Context: an optimization exercise on an open-source flow, tuned for small area, a short achievable clock period and few clock cycles per item. The choices shown serve that exercise and are no tape-out recipe. Function was checked by simulation only, so behaviour that the tests miss may differ from the original. Power figures rest on the tool's default switching activity, not on a simulated workload.

`design/flow/design.v`:
```
module freq_engine (
    input  wire        clk,
    input  wire        rst,
    input  wire        in_valid,
    output wire        in_ready,
    input  wire        in_close,
    input  wire [31:0] in_t,
    input  wire [15:0] in_k,
    output wire        out_valid,
    input  wire        out_ready,
    output wire        out_insuff,
    output wire        out_sat,
    output wire [12:0] out_n,
    output wire [63:0] out_f,
    output wire [63:0] out_b,
    output wire [63:0] out_r,
    output wire [63:0] out_a
);
    reg        rdy;
    reg        v0, c0;           
    reg [31:0] t_in;
    reg [15:0] k_in;
    reg        e1, c1;           
    reg [31:0] u1;
    reg [11:0] q1;
    reg        fst;              
    reg [31:0] t0;
    reg [15:0] k0;
    reg        e2, c2;           
    reg [63:0] p_uu;
    reg [43:0] p_ku;
    reg [23:0] p_kk;
    reg [12:0] n;
    reg [43:0] su;
    reg [23:0] sk;
    reg [35:0] skk;
    reg [55:0] sku;
    reg [75:0] suu;
    reg        snap_busy;        
    wire       p_release;        
    assign in_ready = rdy;
    wire take_beat = in_valid & rdy;
    wire ok_now    = !snap_busy & !c1 & !c2;
    wire hold0     = v0 & c0 & !ok_now;
    wire disp      = v0 & c0 & ok_now;
    wire snap_busy_nx = (snap_busy & !p_release) | c2;
    wire ok_nx        = !snap_busy_nx & !disp & !c1;
    wire s0_close_nx  = hold0 | (take_beat & in_close);
    wire [31:0] u_d = fst ? 32'd0 : (t_in - t0);
    wire [15:0] k_d = k_in - k0;
    wire [11:0] q_d = fst ? 12'd0 : k_d[11:0];
    reg [12:0]  cn;
    reg [43:0]  csu;
    reg [23:0]  csk;
    reg [48:0]  rkk;    
    reg [69:0]  rku;    
    reg [136:0] ruu;    
    always @(posedge clk) begin
        if (rst) begin
            rdy <= 1'b1;
            v0  <= 1'b0;
            c0  <= 1'b0;
            e1  <= 1'b0;
            c1  <= 1'b0;
            e2  <= 1'b0;
            c2  <= 1'b0;
            fst <= 1'b1;
            n   <= 13'd0;
            su  <= 44'd0;
            sk  <= 24'd0;
            skk <= 36'd0;
            sku <= 56'd0;
            suu <= 76'd0;
        end else begin
            rdy <= !(s0_close_nx & !ok_nx);
            if (!hold0) begin
                v0   <= take_beat;
                c0   <= in_close;
                t_in <= in_t;
                k_in <= in_k;
            end
            e1 <= v0 & !c0;
            c1 <= disp;
            u1 <= u_d;
            q1 <= q_d;
            if (v0 & !c0 & fst) begin
                t0 <= t_in;
                k0 <= k_in;
            end
            if (v0 & !c0)
                fst <= 1'b0;
            else if (disp)
                fst <= 1'b1;
            e2   <= e1;
            c2   <= c1;
            p_uu <= u1 * u1;
            p_ku <= q1 * u1;
            p_kk <= q1 * q1;
            if (e1) begin
                n  <= n + 13'd1;
                su <= su + {12'd0, u1};
                sk <= sk + {12'd0, q1};
            end else if (c1) begin
                n  <= 13'd0;
                su <= 44'd0;
                sk <= 24'd0;
            end
            if (e2) begin
                suu <= suu + {12'd0, p_uu};
                sku <= sku + {12'd0, p_ku};
                skk <= skk + {12'd0, p_kk};
            end else if (c2) begin
                suu <= 76'd0;
                sku <= 56'd0;
                skk <= 36'd0;
            end
        end
    end
    localparam [3:0] OP_D = 4'd0, OP_NB = 4'd1, OP_AA = 4'd2, OP_AD = 4'd3,
                     OP_SS = 4'd4, OP_ND = 4'd5, OP_DT = 4'd6, OP_RD = 4'd7,
                     OP_R3 = 4'd8, OP_END = 4'd9;
    reg         pact;       
    reg         pload;      
    reg [3:0]   op;
    reg [3:0]   dig;        
    reg [3:0]   dlast;      
    reg         pdone;      
    reg         insuff;
    reg         n2;
    reg [96:0]  hi;
    reg [71:0]  lo;
    reg [5:0]   d1, d2;
    reg [94:0]  adn;
    reg [61:0]  nd;
    reg [65:0]  dt;
    reg [74:0]  rden;
    reg [76:0]  rden3;
    wire [68:0] nbv = rku[68:0];
    reg [88:0]  a1;
    reg [68:0]  a2;
    always @* begin
        case (op)
        OP_D:    a1 = {53'd0, rkk[35:0]};
        OP_NB:   a1 = {33'd0, rku[55:0]};
        OP_AA:   a1 = {13'd0, ruu[75:0]};
        OP_AD:   a1 = {40'd0, rkk};
        OP_SS:   a1 = ruu[88:0];
        OP_ND:   a1 = {40'd0, rkk};
        OP_DT:   a1 = {40'd0, rkk};
        default: a1 = {27'd0, nd};
        endcase
        case (op)
        OP_D:    a2 = {45'd0, csk};
        OP_NB:   a2 = {25'd0, csu};
        OP_AA:   a2 = {25'd0, csu};
        OP_AD:   a2 = nbv;
        OP_SS:   a2 = nbv;
        default: a2 = 69'd0;
        endcase
    end
    wire [12:0] nm2 = cn - 13'd2;
    wire [14:0] nm6 = {2'd0, nm2} + {1'd0, nm2, 1'b0};
    reg [3:0]   fop;
    reg [3:0]   fdig;
    reg [71:0]  b1v, b2v;
    always @* begin
        case (fop)
        OP_D, OP_NB, OP_AA, OP_ND: b1v = {59'd0, cn};
        OP_AD:   b1v = {28'd0, csu};
        OP_SS:   b1v = {23'd0, rkk};
        OP_DT:   b1v = 72'd78125;
        OP_RD:   b1v = {59'd0, nm2};
        default: b1v = {57'd0, nm6};
        endcase
        case (fop)
        OP_D, OP_NB, OP_AD: b2v = {48'd0, csk};
        OP_AA:   b2v = {28'd0, csu};
        OP_SS:   b2v = {3'd0, nbv};
        default: b2v = 72'd0;
        endcase
    end
    wire [5:0] b1d = b1v[fdig*6 +: 6];
    wire [5:0] b2d = b2v[fdig*6 +: 6];
    function [3:0] op_last(input [3:0] o);
        case (o)
        OP_D, OP_NB:  op_last = 4'd3;
        OP_AA, OP_AD: op_last = 4'd7;
        OP_SS:        op_last = 4'd11;
        default:      op_last = 4'd2;
        endcase
    endfunction
    wire [96:0] mac = hi + {8'd0, a1} * {91'd0, d1} - {28'd0, a2} * {91'd0, d2};
    wire [168:0] prod = {hi, lo};
    wire [48:0] d_new  = {hi[24:0], lo[71:48]};
    wire [69:0] nb_new = {hi[45:0], lo[71:48]};
    wire        nb_pos = !nb_new[69] && (nb_new != 70'd0);
    always @* begin
        if (pload || dig != dlast) begin
            fop  = op;
            fdig = pload ? 4'd0 : dig + 4'd1;
        end else begin
            fop  = op + 4'd1;
            fdig = 4'd0;
        end
    end
    wire pstart = snap_busy & !pact & !pdone;
    always @(posedge clk) begin
        if (rst) begin
            pact  <= 1'b0;
            pdone <= 1'b0;
            snap_busy <= 1'b0;
        end else begin
            if (c2) begin
                snap_busy <= 1'b1;
                rkk <= {13'd0, skk};
                rku <= {14'd0, sku};
                ruu <= {61'd0, suu};
            end else if (p_release)
                snap_busy <= 1'b0;
            if (p_release)
                pdone <= 1'b0;
            if (pstart) begin
                pact  <= 1'b1;
                pload <= 1'b1;
                op    <= OP_D;
                dlast <= op_last(OP_D);
                insuff <= 1'b0;
                n2    <= (cn == 13'd2);
            end else if (pact) begin
                if (pload) begin
                    pload <= 1'b0;
                    dig   <= 4'd0;
                    hi    <= 97'd0;
                    d1    <= b1d;
                    d2    <= b2d;
                    case (op)
                    OP_NB: rkk <= d_new;
                    OP_AA: begin
                        rku <= nb_new;
                        if (rkk == 49'd0 || !nb_pos) begin
                            insuff <= 1'b1;
                            pact   <= 1'b0;
                            pdone  <= 1'b1;
                        end
                    end
                    OP_AD: ruu <= {48'd0, hi[40:0], lo[71:24]};
                    OP_SS: adn <= {hi[46:0], lo[71:24]};
                    OP_ND: ruu <= {hi[64:0], lo};
                    OP_DT: nd  <= {hi[43:0], lo[71:54]};
                    OP_RD: dt  <= {hi[47:0], lo[71:54]};
                    OP_R3: rden <= {hi[56:0], lo[71:54]};
                    OP_END: begin
                        rden3 <= {hi[58:0], lo[71:54]};
                        pact  <= 1'b0;
                        pdone <= 1'b1;
                    end
                    default: ;
                    endcase
                end else begin
                    hi  <= {{6{mac[96]}}, mac[96:6]};
                    lo  <= {mac[5:0], lo[71:6]};
                    d1  <= b1d;
                    d2  <= b2d;
                    dig <= dig + 4'd1;
                    if (dig == dlast) begin
                        op    <= op + 4'd1;
                        dlast <= op_last(op + 4'd1);
                        pload <= 1'b1;
                    end
                end
            end
        end
    end
    always @(posedge clk) begin
        if (c1) begin
            cn  <= n;
            csu <= su;
            csk <= sk;
        end
    end
    reg        vbusy;
    reg [6:0]  vcnt;
    reg        ovalid;
    reg        o_insuff, o_sat, o_n2;
    reg [12:0] o_n;
    reg [48:0] dB;
    reg [48:0] remB;
    reg [52:0] zB;
    reg [68:0] dF;
    reg [68:0] remF;
    reg [65:0] zF;
    reg [61:0] dA;
    reg [61:0] remA;
    reg [64:0] zA;
    reg        sgnA;
    reg [74:0] dR;
    reg [76:0] d3R;
    reg [74:0] remR;
    reg [63:0] zR;
    reg [1:0]  qd;
    reg [53:0] remS;
    reg [52:0] sq;
    wire vstart = pdone & !vbusy & (!ovalid | out_ready);
    assign p_release = vstart;
    wire [49:0] shB  = {remB, zB[52]};
    wire [50:0] dfB  = {1'b0, shB} - {2'b0, dB};
    wire [69:0] shF  = {remF, zF[65]};
    wire [70:0] dfF  = {1'b0, shF} - {2'b0, dF};
    wire [62:0] shA  = {remA, zA[64]};
    wire [63:0] dfA  = {1'b0, shA} - {2'b0, dA};
    wire [76:0] shR  = {remR, zR[63:62]};
    wire [77:0] dr1  = {1'b0, shR} - {3'b0, dR};
    wire [77:0] dr2  = {1'b0, shR} - {2'b0, dR, 1'b0};
    wire [77:0] dr3  = {1'b0, shR} - {1'b0, d3R};
    wire [1:0]  qR   = !dr3[77] ? 2'd3 : !dr2[77] ? 2'd2 : !dr1[77] ? 2'd1 : 2'd0;
    wire [74:0] nremR = !dr3[77] ? dr3[74:0] : !dr2[77] ? dr2[74:0] :
                        !dr1[77] ? dr1[74:0] : shR[74:0];
    wire [55:0] tS   = {remS, qd};
    wire [55:0] trS  = {1'b0, sq, 2'b01};
    wire [56:0] dfS  = {1'b0, tS} - {1'b0, trS};
    wire [52:0] rb   = (zB + 53'd1) >> 1;
    wire [65:0] rf1  = {1'b0, zF[64:0]} + 66'd1;
    wire        satF = zF[65] | rf1[65];
    wire [63:0] rf   = rf1[64:1];
    wire [65:0] ra1  = {1'b0, zA} + 66'd1;
    wire [64:0] ma   = ra1[65:1];
    wire        satAp = ma[64] | ma[63];
    wire        satAn = ma[64] | (ma[63] & (ma[62:0] != 63'd0));
    wire        satA  = sgnA ? satAn : satAp;
    wire [63:0] va   = sgnA ? (satAn ? 64'h8000_0000_0000_0000 : (64'd0 - ma[63:0]))
                            : (satAp ? 64'h7FFF_FFFF_FFFF_FFFF : ma[63:0]);
    wire [53:0] rr1  = {1'b0, sq} + 54'd1;
    wire [94:0] mA   = adn ^ {95{adn[94]}};
    always @(posedge clk) begin
        if (rst) begin
            vbusy  <= 1'b0;
            ovalid <= 1'b0;
        end else begin
            if (ovalid & out_ready)
                ovalid <= 1'b0;
            if (vstart) begin
                o_n      <= cn;
                o_insuff <= insuff;
                o_n2     <= n2;
                dB   <= rkk;
                remB <= {12'd0, rku[68:32]};
                zB   <= {rku[31:0], 21'd0};
                dF   <= rku[68:0];
                remF <= {10'd0, dt[65:7]};
                zF   <= {dt[6:0], 59'd0};
                dA   <= nd;
                remA <= {11'd0, mA[94:44]};
                zA   <= {mA[43:0], {21{adn[94]}}};
                sgnA <= adn[94];
                dR   <= rden;
                d3R  <= rden3;
                remR <= ruu[136:64];
                zR   <= ruu[63:0];
                remS <= 54'd0;
                sq   <= 53'd0;
                vcnt <= 7'd0;
                if (insuff) begin
                    ovalid <= 1'b1;
                    o_sat  <= 1'b0;
                    zB     <= 53'd0;
                    zF     <= 66'd0;
                    zA     <= 65'd0;
                    sq     <= 53'd0;
                end else
                    vbusy <= 1'b1;
            end else if (vbusy) begin
                vcnt <= vcnt + 7'd1;
                if (vcnt <= 7'd52) begin
                    remB <= dfB[50] ? shB[48:0] : dfB[48:0];
                    zB   <= {zB[51:0], !dfB[50]};
                    remR <= nremR;
                    zR   <= {zR[61:0], 2'b00};
                    qd   <= qR;
                end
                if (vcnt >= 7'd1 && vcnt <= 7'd53) begin
                    remS <= dfS[56] ? tS[53:0] : dfS[53:0];
                    sq   <= {sq[51:0], !dfS[56]};
                end
                if (vcnt <= 7'd65) begin
                    remF <= dfF[70] ? shF[68:0] : dfF[68:0];
                    zF   <= {zF[64:0], !dfF[70]};
                end
                if (vcnt <= 7'd64) begin
                    remA <= dfA[63] ? shA[61:0] : dfA[61:0];
                    zA   <= {zA[63:0], !dfA[63]};
                end
                if (vcnt == 7'd66) begin
                    vbusy  <= 1'b0;
                    ovalid <= 1'b1;
                    zB     <= rb;
                    zF     <= {2'b00, satF ? 64'hFFFF_FFFF_FFFF_FFFF : rf};
                    zA     <= {1'b0, va};
                    sq     <= o_n2 ? 53'd0 : rr1[53:1];
                    o_sat  <= satF | satA;
                end
            end
        end
    end
    assign out_valid  = ovalid;
    assign out_insuff = o_insuff;
    assign out_sat    = o_sat;
    assign out_n      = o_n;
    assign out_b      = {11'd0, zB};
    assign out_f      = zF[63:0];
    assign out_a      = zA[63:0];
    assign out_r      = {11'd0, sq};
endmodule
```
`design/flow/run.sh`:
```
#!/bin/bash
# synth_recipe.tcl (not shown) runs the flow's synth.tcl, then flattens the netlist and writes it again
# the make line also repeats each setting of config.mk as NAME=value (left out here)
make -C /OpenROAD-flow-scripts/flow DESIGN_CONFIG=/design/flow/config.mk WORK_HOME=/design/flow/orfs CLKGATE_MAP_FILE= SYNTH_SCRIPT=/design/flow/synth_recipe.tcl finish
```
`design/flow/config.mk`:
```
export PLATFORM = sky130hd
export DESIGN_NAME = freq_engine
export DESIGN_NICKNAME = freq_engine
export VERILOG_FILES = /design/flow/design.v
export SDC_FILE = /design/flow/constraint.sdc
export NUM_CORES = 4
export LEC_CHECK = 0
export CAP_MARGIN = 20
export CORE_MARGIN = 2
export CORE_UTILIZATION = 30
export SLEW_MARGIN = 20
```
`design/flow/constraint.sdc`:
```
create_clock -name core_clock -period 15.0 [get_ports {clk}]
set_input_delay 3.0000 -clock core_clock [delete_from_list [all_inputs] [get_ports {clk}]]
set_output_delay 3.0000 -clock core_clock [all_outputs]
set_load 0.01 [all_outputs]
```
==> results.sh <==
export IMPL_via_per_inst=5.370
export IMPL_max_stage_delay_ns=0.55
export IMPL_ant_nets=0
export IMPL_leakage_nw=101.6
export IMPL_chipWidth_um=858.3
export IMPL_synth_flop_cell="edfxtp_1"
export IMPL_syn_area_per_cell_um2=9.441
export IMPL_rsz0062_at_grt="no"
export IMPL_area_delta_synth_final_pct=10.77
export IMPL_clk_path_buf_depth=4
export IMPL_slew_headroom_pct=20.01
export IMPL_clockRootBuffer="clkbuf_16"
export IMPL_endpoint_kind="flop"
export IMPL_ys_warn_count=1
export IMPL_fp_coreArea_um2=726900
export IMPL_power_density_nw_per_um2=129.0
export IMPL_rr_startpoint="op[1]"
export IMPL_cap_viol_max_count=0
export IMPL_nets=26413
export IMPL_cp_max_fo=20
export IMPL_min_period_over_period_pct=95.76
export IMPL_hold_path_end="dR[20]"
export IMPL_wire_per_inst_um=25.14
export IMPL_cts_sinks=2392
export IMPL_clkSlewWorstSetupHoldPaths_ns=0.06
export IMPL_cp_start_kind="flop"
export IMPL_netlist_area_um2=218900
export IMPL_synth_seq_cells=2392
export IMPL_worstPathRequired_ns=15.77
export IMPL_dieHeight_um=858.3
export IMPL_grt_max_degree=137
export IMPL_grt_pass1_wl_um=1201000
export IMPL_hold_viol=0
export IMPL_hold_path_class="flop to flop"
export IMPL_grt_pass1_vias=175573
export IMPL_grt_overflow_total=0
export IMPL_crit_top_cell="fa_1"
export IMPL_clock_fmax_mhz=69.62
export IMPL_setup_viol=0
export IMPL_die_area_um2=736600
export IMPL_r2r_slack_ns=0.64
export IMPL_rr_endpoint="hi[89]"
export IMPL_worstHoldStart="rden[20]"
export IMPL_drt_total_wl_um=827600
export IMPL_fillers=74309
export IMPL_critPathBufInv=7
export IMPL_critPathTopFamily="compound AO/OA/AOI/OAI gates"
export IMPL_slowest_stage="fa_1"
export IMPL_cts_buffers=286
export IMPL_cp_arrival_ns=15.13
export IMPL_async_flop_share_pct=0
export IMPL_io_buffers=299
export IMPL_worst_slew_pin_slew_ns=1.200
export IMPL_skew_ns=0.05292
export IMPL_vias=176797
export IMPL_min_period_ns=14.36
export IMPL_initial_core_util_pct=30.12
export IMPL_peakVddDrop_mv=0.9127
export IMPL_synth_edf_count=2130
export IMPL_ys_types=124
export IMPL_holdWs_ns=0.4078
export IMPL_synth_seq_area_share_pct=31.61
export IMPL_antenna_found_initial=103
export IMPL_drc=0
export IMPL_drtPass1Iterations=13
export IMPL_worstSkewPairLatency_ns=1.01
export IMPL_tns_ns=0
export IMPL_io_pins=326
export IMPL_hold_depth=0
export IMPL_reg2reg_depth=49
export IMPL_htree_levels=5
export IMPL_drive_gt1_share_pct=4.924
export IMPL_hpwl_um=626400
export IMPL_final_max_slew_violation_count=0
export IMPL_num_rows=313
export IMPL_drt_initial_drc_count=18966
export IMPL_syn_inst=23190
export IMPL_cts_tree="done"
export IMPL_gp_congestion=0.9613
export IMPL_track_usage_pct=21.82
export IMPL_outcome="finished clean"
export IMPL_crit_type="flop to flop"
[timing repair]
item / CTS / global route
hold buffers: 0 / 0
buffers inserted: 0 / 0
hold endpoints to repair: 0 / 0
resized for setup: 0 / 7
endpoints found under the setup margin: 0 / 7
[registers in the layout, summed over array words and instances (netlist names), 62 cells and up]
name,cells
rden,75
dF,69
rku,69
zA,65
dt,66
dA,62
lo,72
remR,75
nd,62
zF,66
hi,91
adn,95
p_uu,63
remA,62
remF,69
dR,75
rden3,77
suu,76
d3R,77
zR,64
ruu,137
[synth_stat cells, drive strengths merged, types with 235 or more instances]
cell	number	area (um^2)
edfxtp	2130	63960
clkbuf	1018	3866
a31oi	291	1836
fa	1962	39280
nor2b	247	1545
nor3	235	1192
a21oi	1523	7622
nor2	1525	5739
xor2	477	4178
ha	1372	17170
nand3	399	2014
dfxtp	262	5245
and2	679	4254
nand2	2560	9624
o21ai	1036	5189
a21o	619	4647
nand4	256	1635
inv	2975	11170
xnor2	765	6700
[worst max path at each step]
stage	cells after the start	endpoint	startpoint	slack [ns]
finish	49	hi[89]	op[1]	0.64
CTS	50	hi[89]	op[1]	0.59
global placement	50	hi[89]	op[1]	0.58
detailed placement	50	hi[89]	op[1]	0.63
floorplan	8	remB[0]	out_ready	1.11
global route	49	hi[89]	op[1]	0.11
[logic make-up (layout without fill, tap and decap cells)]
group / count (synthesis) / in the layout / synth area share, %
XOR/XNOR: 1242 / 1242 / 4.968
other: 1 / 84 / 0.001713
adder cells (fa/ha/maj): 3334 / 3334 / 25.78
multiplexers: 232 / 232 / 1.085
buffers and inverters: 4210 / 4251 / 7.429
flip-flops: 2392 / 2392 / 31.61
AND/OR/NAND/NOR: 6644 / 6644 / 14.18
AO/OA/AOI/OAI: 5135 / 5135 / 14.95
[power by group]
group,internal (mW),leakage (nW),switching (mW)
registers,7.99,21.7,0.354
clock network,4.05,4.52,3.15
logic,5.37,75.3,10.4
[worst register-to-register path, delay by kind of cell, from the launching register on]
family	cells	cell delay, ns
flip-flops	1	0.48
AO/OA/AOI/OAI	19	4.84
buffers and inverters	7	1.06
AND/OR/NAND/NOR	12	3.12
adder cells (fa/ha/maj)	9	4.10
XOR/XNOR	1	0.32
multiplexers	1	0.27
[per-stage QoR]
| stage | instance area [um^2] | power (mW) | util (%) | std cells | setup slack [ns] |
|---|---|---|---|---|---|
| after detailed placement | 232900 | 23.80 | 32.05 | 32343 | 0.6308 |
| after CTS | 242300 | 31.12 | 33.33 | 32857 | 0.5926 |
| final | 242500 | 31.29 | 33.36 | 32921 | 0.6359 |
| after global placement | 232900 | 23.73 | 32.04 | 32341 | 0.5774 |
| after floorplan | 219000 | 17.97 | - | 23211 | 1.113 |
| after global routing | 242400 | 33.19 | 33.35 | 32872 | 0.1089 |
[layout make-up]
type | instances | area [um^2] | area share, %
clock buffer | 348 | 7566 | 3.120
timing repair buffer | 758 | 6534 | 2.694
inverter | 2979 | 11190 | 4.614
multi-input combinational | 16609 | 134000 | 55.27
tap | 9607 | 12020 | 4.957
sequential | 2392 | 69220 | 28.54
clock inverter | 166 | 1802 | 0.7430
antenna | 62 | 155.1 | 0.06398
[per-layer routing]
layer  GRT usage (%)  vias up  share of wire (%)
met5               0        -              0.011
met4           11.30       14                6.1
met3           4.366     1651                8.8
met2           34.60     7646                 44
met1           28.24    88625                 41
li1                -    78861                  -
[placed cells by master, fill, tap and decap left out, types with 105 or more instances in the layout]
cell	instances
o22ai_1	121
o211ai_1	105
nand2_1	2553
xnor2_1	764
edfxtp_1	2130
buf_4	449
o21bai_1	178
and2_1	665
fa_1	1962
a21oi_1	1513
inv_1	2970
o21a_1	114
clkdlybuf4s50_1	298
a21o_1	616
nand3_1	396
xor2_1	477
nand2b_1	170
a22oi_1	217
a211oi_1	153
nand4_1	252
nor2b_1	243
a31oi_1	287
nor2_1	1508
dfxtp_1	257
and3_1	203
mux2i_1	208
nor3_1	227
ha_1	1372
o21ai_0	1008
clkbuf_16	291
Testbench counts, summed over its fixed seeds: cycles 14,677, gates 192.

afterwards: timing with drivers on the ports:
How much do the figures lean on ideal ports? The routed layout below was timed once more, with nothing changed but the port constraints.
Step 1 (the two cells are an assumption about what drives the block):
set clk [get_ports {clk}]
set_driving_cell -lib_cell sky130_fd_sc_hd__clkbuf_16 $clk
set_driving_cell -lib_cell sky130_fd_sc_hd__buf_2 [delete_from_list [all_inputs] $clk]
Step 2, shift: input delay + t, output delay - t, t = (earliest + latest rising clock arrival at the registers) / 2. This alone moves slack from input paths to output paths.
a / b / c = ideal ports / drivers / drivers and shift; a / b = the first two.
t (ns): 1.139
slack for setup (ns): 0.636 / 0.636 / 0.636
hold WS [ns]: 0.408 / 0.408 / 0.408
worst setup path after step 2: register to register
pins driven straight from the clock port: 1
After both steps setup and hold are still met in this run. For this run, drivers alone change the setup slack by 0.000 ns; drivers and shift together by 0.000 ns.
